What follows belongs to an exercise in optimizing a design on an open flow for small area, a short achievable clock period and few clock cycles per item; a production flow would make more cautious choices.
At most, simulation tests tie the RTL to the original design; equivalence was not proved.
No activity file was given, so power comes from the tool's default toggle rates.

==> 11-23 <==
Design ryunt_rs_dec, start of the top module:
module ryunt_rs_dec (
  input  wire       clk,
  input  wire       rst,         
  input  wire       in_valid,
  output wire       in_ready,
  input  wire [7:0] in_data,
  input  wire       in_erase,
  output wire       out_valid,
  output wire [7:0] out_data,
  output wire       out_last,
  output wire       out_fail,
  output wire [2:0] out_ncorr
);
export LEC_CHECK = 0
export CAP_MARGIN = 20
export CORE_MARGIN = 2
export CORE_UTILIZATION = 60
export CTS_BUF_LIST = sky130_fd_sc_hd__clkbuf_16
export CTS_CLUSTER_DIAMETER = 60
export CTS_CLUSTER_SIZE = 24
export SLEW_MARGIN = 20
create_clock -name core_clock -period 12.0 [get_ports {clk}]
standard.sh (not shown) runs the stock make flow with config.mk's settings and CLKGATE_MAP_FILE= SYNTH_SCRIPT=/design/flow/synth_recipe.tcl, a recipe that flattens the netlist after the stock synthesis.
==> flow/flow/run.sh <==
#!/bin/bash
# The standard ORFS layout (the standard.sh, unchanged scripts and SDC),
# with timing repair asked to leave a setup margin of 8 ns at the design's
# 12 ns clock, so that the layout's achieved period comes out near 4 ns.
# make's full output goes to flow_make.log here; ORFS's own per-step logs
# stay under orfs/logs.
set -euo pipefail
bash standard.sh SETUP_SLACK_MARGIN=8 finish > flow_make.log 2>&1
==> inputs of 10-12, as changes to 11-23 <==
--- a/flow/design.v
+++ b/flow/design.v
@@ -126,13 +126,11 @@
   reg        res_valid;            
   reg        rdy_q;                
   reg  [PORTS-1:0] wsel;           
   wire wr        = in_valid && rdy_q;
   wire aligned_r = (dr_off == 4'd0);
-  wire pipe_empty;
-  reg  pend, p1v, p15v, p2v;       
-  wire rd_now    = aligned_r && ((rd_cnt != 8'd0) || (res_valid && pipe_empty));
+  wire rd_now    = aligned_r && ((rd_cnt != 8'd0) || res_valid);
   wire own       = !(s_idle || s_post);
   wire acc_busy  = cap_pending || own;
   assign in_ready = rdy_q;
   reg  [3:0] dw0_off, dw0_port, dr_off_n, dr_port_n;
   reg  [7:0] occ0, occ1, rd_cnt_n, ib1;
@@ -151,12 +149,11 @@
     consume  = rd_now && (rd_cnt == 8'd127);
     post     = !res_valid && ((s_idle && cap_pending && fastcond) || s_post);
     resv_n   = post || (res_valid && !consume);
     own_nc   = own || (s_idle && cap_pending && !fastcond);
     rdnext   = (dr_off_n == 4'd0) &&
-               ((rd_now ? (rd_cnt != 8'd133) : (rd_cnt != 8'd0)) ||
-                (resv_n && !(pend || p1v || p15v || s_ch)));
+               ((rd_now ? (rd_cnt != 8'd133) : (rd_cnt != 8'd0)) || resv_n);
     if (dw_off == SP-1) begin
       dw0_off = 4'd0; dw0_port = (dw_port == PORTS-1) ? 4'd0 : dw_port + 4'd1;
     end else begin
       dw0_off = dw_off + 4'd1; dw0_port = dw_port;
     end
@@ -218,22 +215,26 @@
   reg [7:0] gacc [1:6];    
   reg [2:0] ecnt;          
   reg       b0_pend, b0_e;
   reg [7:0] b0_d;
   reg [7:0] Q [1:6];       
-  reg [7:0] acc, dbinv;     
+  reg [7:0] acc, cc, dbinv;
   reg       lc;
   reg [3:0] blen;
   reg [2:0] r, li, si, oj;
   reg [2:0] r_n, li_n, si_n, oj_n;
+  reg [6:0] li_oh;         
+  reg [5:0] si_oh, oj_oh;
   reg [7:0] k;
   reg [2:0] nfound, ldeg_q;
   reg       efail, fast;
   reg [1:0] fl;
-  reg [7:0] pd_om, pd_odd;
+  reg       pend;                        
+  reg [7:0] pd_pos, pd_om, pd_odd;
+  reg       p1v, p2v;
   reg [7:0] p1pos, p1om, p1odd, p2pos, p2om, p2inv;
-  reg       dbupd;
+  reg       p15v, dbupd;
   reg [7:0] p15pos, p15om;
   reg       res_fail;
   reg [2:0] res_ncorr, res_n;
   reg [7:0] cpos [0:5];
   reg [7:0] cval [0:5];
@@ -261,33 +262,31 @@
     er  = in_erase && (ec0 != 3'd7);
   end
   assign fastcond = (ecnt == 3'd7) ||
                     ((sacc[0] == 8'h00) && (sacc[1] == 8'h00) && (sacc[2] == 8'h00) &&
                      (sacc[3] == 8'h00) && (sacc[4] == 8'h00) && (sacc[5] == 8'h00));
-  reg [6:1] a1L, b1Q;
-  reg [6:2] a2L;
-  reg [5:1] b2Q, wS;
-  reg [5:0] b1S;
-  reg [4:0] b2S;
-  reg       a1acc, a1p2, b1db, a2acc;
-  reg [7:0] ma1, mb1, ma2, mb2;
+  reg [7:0] oL0, oL1, oS0, oS1, oQ0, oQ1;
   always @* begin
-    ma1 = ({8{a1acc}} & acc) | ({8{a1p2}} & p2om);
-    mb1 = ({8{b1db}} & dbinv) | ({8{a1p2}} & p2inv);
-    ma2 = {8{a2acc}} & acc;
-    mb2 = 8'h00;
+    oL0 = 8'h00; oL1 = 8'h00; oS0 = 8'h00; oS1 = 8'h00; oQ0 = 8'h00; oQ1 = 8'h00;
     for (j = 1; j < 7; j = j + 1) begin
-      ma1 = ma1 | ({8{a1L[j]}} & gacc[j]);               
-      mb1 = mb1 | ({8{b1Q[j]}} & Q[j]);                  
-      if (j >= 2) ma2 = ma2 | ({8{a2L[j]}} & gacc[j]);   
-      if (j < 6)  mb2 = mb2 | ({8{b2Q[j]}} & Q[j]);      
+      oL0 = oL0 | ({8{li_oh[j]}} & gacc[j]);           
+      oL1 = oL1 | ({8{li_oh[j-1]}} & gacc[j]);         
+      oQ0 = oQ0 | ({8{li_oh[j]}} & Q[j]);              
+      if (j < 6) oQ1 = oQ1 | ({8{li_oh[j+1]}} & Q[j]);  
     end
     for (j = 0; j < 6; j = j + 1) begin
-      mb1 = mb1 | ({8{b1S[j]}} & sacc[j]);               
-      if (j < 5) mb2 = mb2 | ({8{b2S[j]}} & sacc[j]);    
+      oS0 = oS0 | ({8{si_oh[j]}} & sacc[j]);           
+      if (j < 5) oS1 = oS1 | ({8{si_oh[j+1]}} & sacc[j]);  
     end
   end
+  wire       s_dot = s_bmd || s_om;
+  wire [7:0] ma1 = ({8{s_dot}} & oL0) | ({8{s_bmc}} & acc) | ({8{s_bmu}} & cc) |
+                   ({8{!(s_dot || s_bmc || s_bmu)}} & p2om);
+  wire [7:0] mb1 = ({8{s_dot}} & oS0) | ({8{s_bmc}} & dbinv) | ({8{s_bmu}} & oQ0) |
+                   ({8{!(s_dot || s_bmc || s_bmu)}} & p2inv);
+  wire [7:0] ma2 = ({8{s_dot}} & oL1) | ({8{s_bmu}} & cc);
+  wire [7:0] mb2 = ({8{s_dot}} & oS1) | ({8{s_bmu}} & oQ1);
   wire [7:0] mp1 = gf_mul(ma1, mb1);
   wire [7:0] mp2 = gf_mul(ma2, mb2);
   wire [7:0]  inv_in = s_bmc ? acc : p1odd;
   reg  [11:0] inva;
   always @(posedge clk) inva <= gf_inv_a(inv_in);
@@ -334,17 +333,14 @@
     ldeg = 3'd0;
     for (j = 1; j < 7; j = j + 1)
       if (gacc[j] != 8'h00) ldeg = j[2:0];
   end
   wire chk_fail = ({1'b0, ldeg, 1'b0} > 5'd6 + {2'b00, ecnt}) || ({1'b0, ldeg} != blen);
-  assign pipe_empty = !(pend || p1v || p15v || p2v);
   wire lc_now = ({blen, 1'b0} <= {2'b00, r} - 5'd1 + {2'b00, ecnt});
   wire [2:0] bm_top = (r == 3'd6) ? 3'd6 : r;
   wire bmd_last = (li + 3'd2 > r - 3'd1);
   wire om_last  = (li + 3'd2 > oj);
-  wire om_done  = s_om && om_last && (oj == 3'd1);
-  wire [2:0] ldeg_cur = s_wait ? ldeg_q : ldeg;
   wire next_iter = (s_bmc && acc == 8'h00) || (s_bmu && li <= 3'd2);
   always @* begin
     li_n = li; si_n = si; oj_n = oj; r_n = r;
     if (s_idle && cap_pending) begin
       oj_n = 3'd5; r_n = ecnt + 3'd1; li_n = 3'd1;
@@ -357,45 +353,17 @@
     if (s_om) begin
       if (om_last) begin oj_n = oj - 3'd1; li_n = 3'd1; si_n = oj - 3'd2; end
       else begin li_n = li + 3'd2; si_n = si - 3'd2; end
     end
   end
-  wire start_bm = s_idle && cap_pending && !fastcond;
-  wire nx_bmd = (start_bm && ecnt != 3'd0 && ecnt != 3'd6) || (s_bmd && !bmd_last) ||
-                (next_iter && r != 3'd6);
-  wire nx_bmc = (start_bm && ecnt == 3'd0) || (s_bmd && bmd_last);
-  wire nx_bmu = (s_bmc && acc != 8'h00) || (s_bmu && li > 3'd2);
-  wire nx_om  = (start_bm && ecnt == 3'd6) || (next_iter && r == 3'd6) ||
-                (s_om && !(om_last && oj == 3'd1));
-  wire nx_dot = nx_bmd || nx_om;
-  always @(posedge clk) begin
-    if (rst) begin
-      a1L <= 6'd0; b1Q <= 6'd0; a2L <= 5'd0; b2Q <= 5'd0; wS <= 5'd0;
-      b1S <= 6'd0; b2S <= 5'd0;
-      a1acc <= 1'b0; a1p2 <= 1'b0; b1db <= 1'b0; a2acc <= 1'b0;
-    end else begin
-      for (i = 1; i < 7; i = i + 1) begin
-        a1L[i] <= nx_dot && (li_n == i);
-        b1Q[i] <= nx_bmu && (li_n == i);
-        if (i >= 2) a2L[i] <= nx_dot && (li_n + 3'd1 == i);
-        if (i < 6) begin
-          b2Q[i] <= nx_bmu && (li_n == i + 1);
-          wS[i]  <= nx_om && (oj_n == i);
-        end
-      end
-      for (i = 0; i < 6; i = i + 1) begin
-        b1S[i] <= nx_dot && (si_n == i);
-        if (i < 5) b2S[i] <= nx_dot && (si_n == i + 1);
-      end
-      a1acc <= nx_bmc || nx_bmu;
-      a1p2  <= !(nx_dot || nx_bmc || nx_bmu);
-      b1db  <= nx_bmc;
-      a2acc <= nx_bmu;
-    end
-  end
   always @(posedge clk) begin
     li <= li_n; si <= si_n; oj <= oj_n; r <= r_n;
+    for (i = 0; i < 7; i = i + 1) li_oh[i] <= (li_n == i);
+    for (i = 0; i < 6; i = i + 1) begin
+      si_oh[i] <= (si_n == i);
+      oj_oh[i] <= (oj_n == i);
+    end
   end
   always @* begin
     est_n = est;
     case (est)
       E_IDLE: if (cap_pending) begin
@@ -406,14 +374,15 @@
       end
       E_BMD: if (bmd_last) est_n = E_BMC;
       E_BMC: if (acc == 8'h00) est_n = (r == 3'd6) ? E_OM : E_BMD;
              else              est_n = E_BMU;
       E_BMU: if (li <= 3'd2)   est_n = (r == 3'd6) ? E_OM : E_BMD;
-      E_OM:  if (om_last && oj == 3'd1)
-               est_n = (chk_fail || ldeg == 3'd0) ? E_POST : res_valid ? E_WAIT : E_CH;
+      E_OM:  if (om_last && oj == 3'd1) est_n = E_CHK;
+      E_CHK: est_n = (chk_fail || ldeg == 3'd0) ? E_POST : E_WAIT;
       E_WAIT: if (!res_valid) est_n = E_CH;
-      E_CH:  if (!pend && ch_done) est_n = E_POST;
+      E_CH:  if (!pend && ch_done) est_n = E_FL;
+      E_FL:  if (fl == 2'd3) est_n = E_POST;
       E_POST: if (!res_valid) est_n = E_IDLE;
       default: est_n = E_IDLE;
     endcase
   end
   always @(posedge clk) begin
@@ -441,20 +410,21 @@
       res_n <= res_n + 3'd1;
     end
     p1v <= 1'b0;
     if (pend) begin
       p1v    <= 1'b1;
-      p1pos  <= k + 8'd1;
+      p1pos  <= pd_pos;
       p1om   <= pd_om;
       p1odd  <= pd_odd;
     end else if (s_ch) begin
       p1v    <= rootx;
       p1pos  <= root1 ? k : k - 8'd1;
       p1om   <= root1 ? osum1 : osum2;
       p1odd  <= root1 ? odd1 : odd2;
     end
     pend   <= s_ch && !pend && root1 && root2;
+    pd_pos <= k - 8'd1;
     pd_om  <= osum2;
     pd_odd <= odd2;
     if (wr) begin
       if (first && acc_busy) begin
         b0_pend <= 1'b1;
@@ -489,52 +459,58 @@
     if (s_bmc) begin
       if (acc == 8'h00) begin
         Q[1] <= 8'h00;
         for (j = 2; j < 7; j = j + 1) Q[j] <= Q[j-1];
       end else begin
-        acc <= mp1;
+        cc <= mp1;
         lc <= lc_now;
         if (lc_now)
           blen  <= {1'b0, r} + {1'b0, ecnt} - blen;
       end
     end
-    for (j = 1; j < 7; j = j + 1) begin
-      if (b1Q[j]) gacc[j] <= gacc[j] ^ mp1;
-      if (j < 6 && b2Q[j]) gacc[j] <= gacc[j] ^ mp2;
-      if (j >= 2 && (b1Q[j-1] || b1Q[j])) Q[j] <= lc ? gacc[j-1] : Q[j-1];
+    if (s_bmu) begin
+      for (j = 1; j < 7; j = j + 1) begin
+        if (li_oh[j]) gacc[j] <= gacc[j] ^ mp1;
+        if (j < 6 && li_oh[j+1]) gacc[j] <= gacc[j] ^ mp2;
+        if (j >= 2 && (li_oh[j-1] || li_oh[j])) Q[j] <= lc ? gacc[j-1] : Q[j-1];
+      end
+      if (li_oh[1] || li_oh[2]) Q[1] <= lc ? 8'h01 : 8'h00;
     end
-    if (b1Q[1] || b1Q[2]) Q[1] <= lc ? 8'h01 : 8'h00;
     if (next_iter) acc <= selS(r);
-    for (j = 1; j < 6; j = j + 1)
-      if (wS[j]) sacc[j] <= sacc[j] ^ mp1 ^ mp2;
-    if (om_done) begin
+    if (s_om) begin
+      for (j = 1; j < 6; j = j + 1)
+        if (oj_oh[j]) sacc[j] <= sacc[j] ^ mp1 ^ mp2;
+    end
+    if (s_chk) begin
       ldeg_q <= ldeg;
       efail  <= chk_fail;
       fast   <= 1'b1;
     end
-    if ((om_done && !res_valid) || (s_wait && !res_valid)) begin
+    if (s_wait && !res_valid) begin
       res_n     <= 3'd0;
       res_ncorr <= 3'd0;
       nfound    <= 3'd0;
       k         <= 8'd133;
       kle1      <= 1'b0;
-      need1     <= (ldeg_cur == 3'd1);
-      need2     <= (ldeg_cur == 3'd2);
+      need1     <= (ldeg_q == 3'd1);
+      need2     <= (ldeg_q == 3'd2);
+      fl        <= 2'd0;
     end
     if (s_ch && !pend) begin
       nfound <= nfound_n;
       need1  <= (nfound_n + 3'd1 == ldeg_q);
       need2  <= (nfound_n + 3'd2 == ldeg_q);
       kle1   <= (k <= 8'd3);
       res_ncorr <= res_ncorr + {2'd0, root1 && nz1} + {2'd0, root2 && nz2};
       for (j = 1; j < 7; j = j + 1) gacc[j] <= N2[j];
       for (j = 1; j < 6; j = j + 1) sacc[j] <= NU2[j];
       k <= k - 8'd2;
-      if (ch_done) begin
-        efail <= (nfound_n != ldeg_q);
-        fast  <= 1'b0;
-      end
+    end
+    if (s_fl) begin
+      fl    <= fl + 2'd1;
+      efail <= (nfound != ldeg_q);
+      fast  <= 1'b0;
     end
     if (s_post && post) begin
       res_fail <= efail;
       if (fast) begin
         res_n     <= 3'd0;
==> flow/flow/run.sh (replaced) <==
#!/bin/bash
# The standard ORFS layout (the standard.sh, unchanged scripts and SDC),
# with timing repair asked to leave a setup margin of 8 ns at the design's
# 12 ns clock, so that the layout's achieved period comes out near 4 ns.
# make's full output goes to flow_make.log here; ORFS's own per-step logs
# stay under orfs/logs.
set -euo pipefail
bash standard.sh SETUP_SLACK_MARGIN=8.5 finish > flow_make.log 2>&1
- CORE_UTILIZATION: 60 -> 40
==> summary of the runs <==
Between 10-12 and 11-23, the lower sequential power is in 10-12 (gap about 2%, measured against 11-23).
Sequential share of layout area: 11-23 is higher than 10-12 (4.3 points).
Cell count: 11-23 is smaller than 10-12 (about 12%).
Routed wire length: 10-12 is smaller than 11-23 (1.5%).
Against 10-12, the clock power of 11-23 is lower by about 3%.
Of 10-12 and 11-23, 10-12 has the higher clock skew (gap 0.028 ns).
Between 10-12 and 11-23, the lower combinational power is in 11-23 (gap 27%, measured against 11-23).
In 11-23 the die area is smaller than in 10-12, by about 33%.
Between 10-12 and 11-23, the lower critical path depth is in 10-12 (gap 3).
Testbench counts of 10-12, summed over its fixed seeds: cycles 268,705, items 1,600.
Only the layout flow was run in 11-23; the RTL was not checked for function there.

-- static timing again, ports no longer ideal --
How much do the figures lean on ideal ports? The routed layouts below were timed once more, with nothing changed but the port constraints.
Step 1 sets driving cells, clkbuf_16 on the clock port and buf_2 on the other inputs (assumed; they add their load-dependent delay and slew).
Step 2 moves the port delays by t, midway between the first and last clock arrival at a register: inputs arrive t later, outputs are due t later. That takes back most of the time a late clock gives input paths.
Slacks: no drivers / after step 1 / after step 2; pairs: no drivers / after step 1.
| run | t, ns | setup WS [ns] | latest minus earliest clock arrival (ns) |
|---|---|---|---|
| 11-23 | 0.797 | 7.991 / 7.991 / 7.346 | 0.048 / 0.049 |
| 10-12 | 0.818 | 7.871 / 7.871 / 7.480 | 0.081 / 0.081 |
After both steps setup and hold are still met in every run listed. The setup slack of 11-23, which loses most, moves by 0.000 ns with the drivers and by -0.645 ns with both steps.
